From an optimization exercise on the open Yosys and OpenROAD flow, aimed at small area and a short achievable clock period; shortcuts taken in it are not production practice. In this exercise RTL edits were held to simulation tests only and were not proved equivalent to the original. Power and IR drop assume default switching activity.

==> v9: inputs <==
Design lacc_slot, start of the top module:
module lacc_slot (
    input  wire         clk,
    input  wire         rst,           
    input  wire         term_valid,
    input  wire [3:0]   term_fmt,      
    input  wire [335:0] term_data,
    input  wire [3:0]   term_flags,    
    input  wire         clr,
    input  wire         rd_valid,
    input  wire [2:0]   rd_dest,       
    input  wire [1:0]   rd_mode,       
    output reg          out_valid,
    output reg  [63:0]  out_data,
    output reg  [3:0]   out_flags      
);
==> flow/config.mk <==
export PLATFORM = sky130hd
export DESIGN_NAME = lacc_slot
export DESIGN_NICKNAME = lacc_slot
export VERILOG_FILES = /design/flow/design.v
export SDC_FILE = /design/flow/constraint.sdc
export NUM_CORES = 4
export LEC_CHECK = 0
export CAP_MARGIN = 20
export CORE_MARGIN = 2
export CORE_UTILIZATION = 40
export PLACE_DENSITY = 0.55
export SLEW_MARGIN = 20
export SYNTH_HIERARCHICAL = 1
export TNS_END_PERCENT = 30
==> flow/constraint.sdc <==
create_clock -name core_clock -period 17.5 [get_ports {clk}]
set_input_delay 3.5000 -clock core_clock [delete_from_list [all_inputs] [get_ports {clk}]]
set_output_delay 3.5000 -clock core_clock [all_outputs]
set_load 0.01 [all_outputs]
standard.sh (not shown) runs the stock make flow with config.mk's settings and CLKGATE_MAP_FILE= SYNTH_SCRIPT=/design/flow/synth_recipe.tcl, a recipe that flattens the netlist after the stock synthesis.
==> flow/flow/run.sh <==
#!/bin/bash
# The standard layout (standard.sh) with two changes to how it is made:
# timing repair aims at a tighter setup-slack target, and the port buffers
# are plain buffers instead of delay cells. The clock period and all
# constraints are unchanged; every port still gets its buffer.
export SETUP_SLACK_MARGIN=11
export BUFFER_PORTS_ARGS="-buffer_cell sky130_fd_sc_hd__buf_1"
bash standard.sh > standard_run.log 2>&1
==> v29 (differences from v9) <==
==> flow/run.sh (new file) <==
#!/bin/bash
# synth_recipe.tcl (not shown) runs the flow's synth.tcl, then flattens the netlist and writes it again
# the make line also repeats each setting of config.mk as NAME=value (left out here)
make -C /OpenROAD-flow-scripts/flow DESIGN_CONFIG=/design/flow/config.mk WORK_HOME=/design/flow/orfs CLKGATE_MAP_FILE= SYNTH_SCRIPT=/design/flow/synth_recipe.tcl finish
--- a/flow/config.mk
+++ b/flow/config.mk
@@ -9,6 +9,5 @@
 export CORE_MARGIN = 2
-export CORE_UTILIZATION = 40
-export PLACE_DENSITY = 0.55
+export CORE_UTILIZATION = 35
+export PLACE_DENSITY = 0.5
 export SLEW_MARGIN = 20
 export SYNTH_HIERARCHICAL = 1
-export TNS_END_PERCENT = 30
removed: flow/flow/run.sh
removed: flow/standard.sh
==> notes <==
- Against v29, the power of v9 is larger by 4.6%.
- In v9 the register-to-register slack is higher than in v29, by 3.4 ns.
- In sequential cell count, v29 and v9 do not differ.
- Against v29, the fmax of v9 is higher by about 50%.
- Between v9 and v29, the lower worst setup slack is in v29 (gap 3.4 ns).
- Against v29, the first-iteration DRC count of v9 is larger by 17%.
- Of v9 and v29, v9 has the higher sequential share of layout area (gap 0.053 points).
- Of v9 and v29, v9 has the higher global-route usage (gap 6.2 points).
- In area after synthesis, v29 and v9 do not differ.
==> figures <==
| quantity | v29 | v9 |
|---|---|---|
| Outcome | finished clean | finished clean |
| Area used by multi-input combinational logic | 42900 µm² | 44400 µm² |
| Clock period minus worst slack | 10.10 ns | 6.71 ns |
| Hold path startpoint | r1_fl[1]$_DFF_P_ | r1_big$_DFF_P_ |
| CP Buf/Inv Count | 3 | 4 |
| Met1 track utilization from global routing | 45.0% | 55.9% |
| First-pass DRT Iterations | 8 | 10 |
| Fraction of final layout cells with drive strength greater than 1 | 7.80% | 13.4% |
| Leakage dissipation | 29.2 nW | 29.7 nW |
| Number of placed cells counting well taps | 10400 | 10100 |
| Number of diodes | 14 | 12 |
| Chip width | 439 µm | 411 µm |
| Slew headroom | 15.0% | 13.2% |
| Die boundary height | 439 µm | 411 µm |
| Proportion of power drawn by combinational gates | 43.8% | 46.3% |
| Worst-margin pin slew | 1.27 ns | 1.29 ns |
| Average detailed-routed wire length per instance | 33.3 µm | 34.8 µm |
| Minimum setup slack among reg-to-reg paths | 7.40 ns | 10.79 ns |
| Number of clock-tree buffers in the layout | 147 | 149 |


==> run F <==
Starting RTL as in the previous note.
clock: 17.5 ns
lec_check: 0
cap_margin: 20
core_margin: 2
core_utilization: 38
cts_buf_list: sky130_fd_sc_hd__clkbuf_8
place_density: 0.55
slew_margin: 20
synth_hierarchical: 1
tns_end_percent: 10
==> flow/flow/run.sh <==
#!/bin/bash
# The standard layout (standard.sh) with two changes to how it is made:
# timing repair aims at a tighter setup-slack target, and the port buffers
# are plain buffers instead of delay cells. The clock period and all
# constraints are unchanged; every port still gets its buffer.
export SETUP_SLACK_MARGIN=11.8
export BUFFER_PORTS_ARGS="-buffer_cell sky130_fd_sc_hd__buf_1"
bash standard.sh > standard_run.log 2>&1
==> run R (differences from run F) <==
==> flow/flow/run.sh (replaced) <==
#!/bin/bash
# The standard layout (standard.sh), with timing repair aimed at a
# tighter setup-slack target. The clock period and constraints are unchanged.
export SETUP_SLACK_MARGIN=11
bash standard.sh > standard_run.log 2>&1
Settings changed: CORE_UTILIZATION 38 to 45, CTS_BUF_LIST sky130_fd_sc_hd__clkbuf_8 to default, PLACE_DENSITY 0.55 to 0.6, TNS_END_PERCENT 10 to 30.
==> run C (differences from run F) <==
--- a/flow/design.v
+++ b/flow/design.v
@@ -273,73 +273,78 @@
             above = above | ns[j];
         end
         lc_oh[0] = ~above;
     end
     wire [3:0] lc = {lc_oh[8], |lc_oh[7:4], lc_oh[7] | lc_oh[6] | lc_oh[3] | lc_oh[2],
                      lc_oh[7] | lc_oh[5] | lc_oh[3] | lc_oh[1]};
     wire       fp_big = ns[9] | ns[10];
     wire        d_int1 = rdd_r[2] & (rdd_r[1] | rdd_r[0]);    
-    reg  [287:0] v;
-    reg  [7:0]   vc;
-    reg          vt1;
-    always @* begin
-        for (j = 0; j < 36; j = j + 1) begin
-            vc  = s_q[8*j +: 8];
-            v[8*j] = vc[0] ^ uu[2*j];
-            vt1 = uu[2*j+1] | (vc[0] & uu[2*j]);
-            for (i = 1; i < 8; i = i + 1)
-                v[8*j+i] = vc[i] ^ (vt1 & ((i == 1) ? 1'b1 : &(vc[7:1] | ~(7'h7F >> (8 - i)))));
-        end
-    end
-    wire [319:0] sp = {v, 32'd0};
+    wire [367:0] sp = {s_q, 32'd0};
+    wire [91:0]  up = {uu, 8'd0};
     reg  [8:0]  nzlo;      
     always @* begin
         nzlo[0] = nz[0];
         for (j = 1; j < 9; j = j + 1) nzlo[j] = nzlo[j-1] | nz[j];
     end
     reg  [63:0] win;
+    reg  [15:0] wu;
     reg         stk1;
     always @* begin
-        win  = {64{d_int1}} & v[223:160];
+        win  = {64{d_int1}} & s_q[223:160];
+        wu   = {16{d_int1}} & uu[55:40];
         stk1 = d_int1 & ((|nz[3:0]) | ~&cz[18:16] | nz152);
         for (j = 0; j < 9; j = j + 1) begin
             win = win | ({64{lc_oh[j] & ~d_int1}} & sp[32*j +: 64]);
+            wu  = wu  | ({16{lc_oh[j] & ~d_int1}} & up[8*j +: 16]);
             if (j >= 2)
                 stk1 = stk1 | (lc_oh[j] & ~d_int1 & nzlo[(j >= 2) ? j - 2 : 0]);
         end
     end
     wire        u192 = ~|ns[10:6];
     wire        u224 = ~|ns[10:7];
     wire        ok8  = u192 & (v_sgn ? &co[23:21] : &cz[23:21]);
     wire        okr  = (rdd_r == 3'd5) ? ok8 : (rdd_r == 3'd6) ? u192 : u224;
     reg         r1_v;
     reg  [63:0] r1_s;
+    reg  [15:0] r1_u;
     reg         r1_x0;
     reg         r1_int;
     reg  [3:0]  r1_lc;
     reg         r1_sgn, r1_big, r1_stk, r1_ok;
     reg  [3:0]  r1_fl;
     reg  [2:0]  r1_dest;
     reg  [1:0]  r1_mode;
     always @(posedge clk) begin
         r1_v    <= rd_r & ~rst;
         r1_s    <= win;
+        r1_u    <= wu;
         r1_x0   <= v159;
         r1_int  <= d_int1;
         r1_lc   <= lc;
         r1_sgn  <= v_sgn;
         r1_big  <= fp_big;
         r1_stk  <= stk1;
         r1_ok   <= okr;
         r1_fl   <= flg;
         r1_dest <= rdd_r;
         r1_mode <= rdm_r;
     end
-    wire [63:0] rsv = r1_s;
+    reg  [63:0] rsv;
+    reg  [7:0]  wc;
+    reg         wt1;
+    always @* begin
+        for (k = 0; k < 8; k = k + 1) begin
+            wc  = r1_s[8*k +: 8];
+            rsv[8*k] = wc[0] ^ r1_u[2*k];
+            wt1 = r1_u[2*k+1] | (wc[0] & r1_u[2*k]);
+            for (i = 1; i < 8; i = i + 1)
+                rsv[8*k+i] = wc[i] ^ (wt1 & ((i == 1) ? 1'b1 : &(wc[7:1] | ~(7'h7F >> (8 - i)))));
+        end
+    end
     wire [65:0] r1_w = {r1_sgn, r1_sgn, rsv};
     wire [31:0] fz = r1_w[63:32] ^ {32{r1_sgn}};
     reg  [3:0]  gany;
     reg  [2:0]  gpos [0:3];
     always @* begin
         for (k = 0; k < 4; k = k + 1) begin
             gany[k] = |fz[8*k +: 8];
             gpos[k] = 3'd0;
==> flow/flow/run.sh (replaced) <==
#!/bin/bash
# The standard layout (standard.sh) with two changes to how it is made:
# timing repair aims at a tighter setup-slack target, and the port buffers
# are plain buffers instead of delay cells. The clock period and all
# constraints are unchanged; every port still gets its buffer.
export SETUP_SLACK_MARGIN=11.5
export BUFFER_PORTS_ARGS="-buffer_cell sky130_fd_sc_hd__buf_1"
bash standard.sh > standard_run.log 2>&1
Settings changed: TNS_END_PERCENT 10 to 30.
==> comparison table <==
Routed Wire Length: run F 367000 um; run C 374000 um; run R 362000 um
Fraction of power consumed by combinational cells: run F 0.515; run C 0.503; run R 0.480
Pre-CTS setup slack: run F 8550 ps; run C 9170 ps; run R 8080 ps
Origin of the worst setup path: run F s_q[88]; run C s_q[120]; run R r1_s[57]
Critical path buffers and inverters: run F 4; run C 9; run R 1
Synthesized area: run F 66400 um2; run C 63600 um2; run R 66400 um2
Gate Count Post-Synth: run F 7881; run C 7775; run R 7881
Maximum vdd ir drop: run F 0.170 mV; run C 0.180 mV; run R 0.235 mV
Area of the core region: run F 174000 um2; run C 167000 um2; run R 146000 um2
Status: run F complete, no violations; run C complete, no violations; run R complete, no violations
Routed via count divided by cell count: run F 6.40; run C 6.54; run R 6.86
Fraction of layout cells with a size suffix above 1: run F 0.164; run C 0.165; run R 0.135
Routed length per instance: run F 33.7 um; run C 34.9 um; run R 35.3 um
Slowest cell on the critical path: run F a311oi_1; run C or4b_2; run R or4_1

[what the ideal ports hide]
No port has a modelled driver above. Below, the same layouts with a new extraction and two added sets of constraints. Step 1 (the two cells are an assumption about what drives the block):
set clk [get_ports {clk}]
set_driving_cell -lib_cell sky130_fd_sc_hd__clkbuf_16 $clk
set_driving_cell -lib_cell sky130_fd_sc_hd__buf_2 [delete_from_list [all_inputs] $clk]
Step 2 moves the port delays by t, midway between the first and last clock arrival at a register: inputs arrive t later, outputs are due t later. That takes back most of the time a late clock gives input paths. Slacks: no drivers / after step 1 / after step 2; pairs: no drivers / after step 1.
run | t (ns) | setup WS [ns] | hold WS [ns] | worst setup path at the end | worst register clock-pin slew, ns
v9 | 0.879 | 10.795 / 10.795 / 10.420 | 0.321 / 0.321 / 0.321 | input to register | 0.07 / 0.07
v29 | 0.890 | 7.404 / 7.404 / 7.404 | 0.323 / 0.323 / 0.323 | register to register | 0.07 / 0.07
run F | 1.095 | 10.794 / 10.794 / 10.177 | 0.330 / 0.330 / 0.330 | input to register | 0.09 / 0.09
run R | 0.843 | 10.957 / 10.957 / 10.272 | 0.319 / 0.319 / 0.319 | input to register | 0.07 / 0.07
run C | 1.028 | 10.623 / 10.623 / 9.985 | 0.325 / 0.325 / 0.325 | input to register | 0.08 / 0.08
After both steps every run listed still meets setup and hold. The setup slack of run R, which loses most, moves by 0.000 ns with the drivers and by -0.685 ns with both steps.
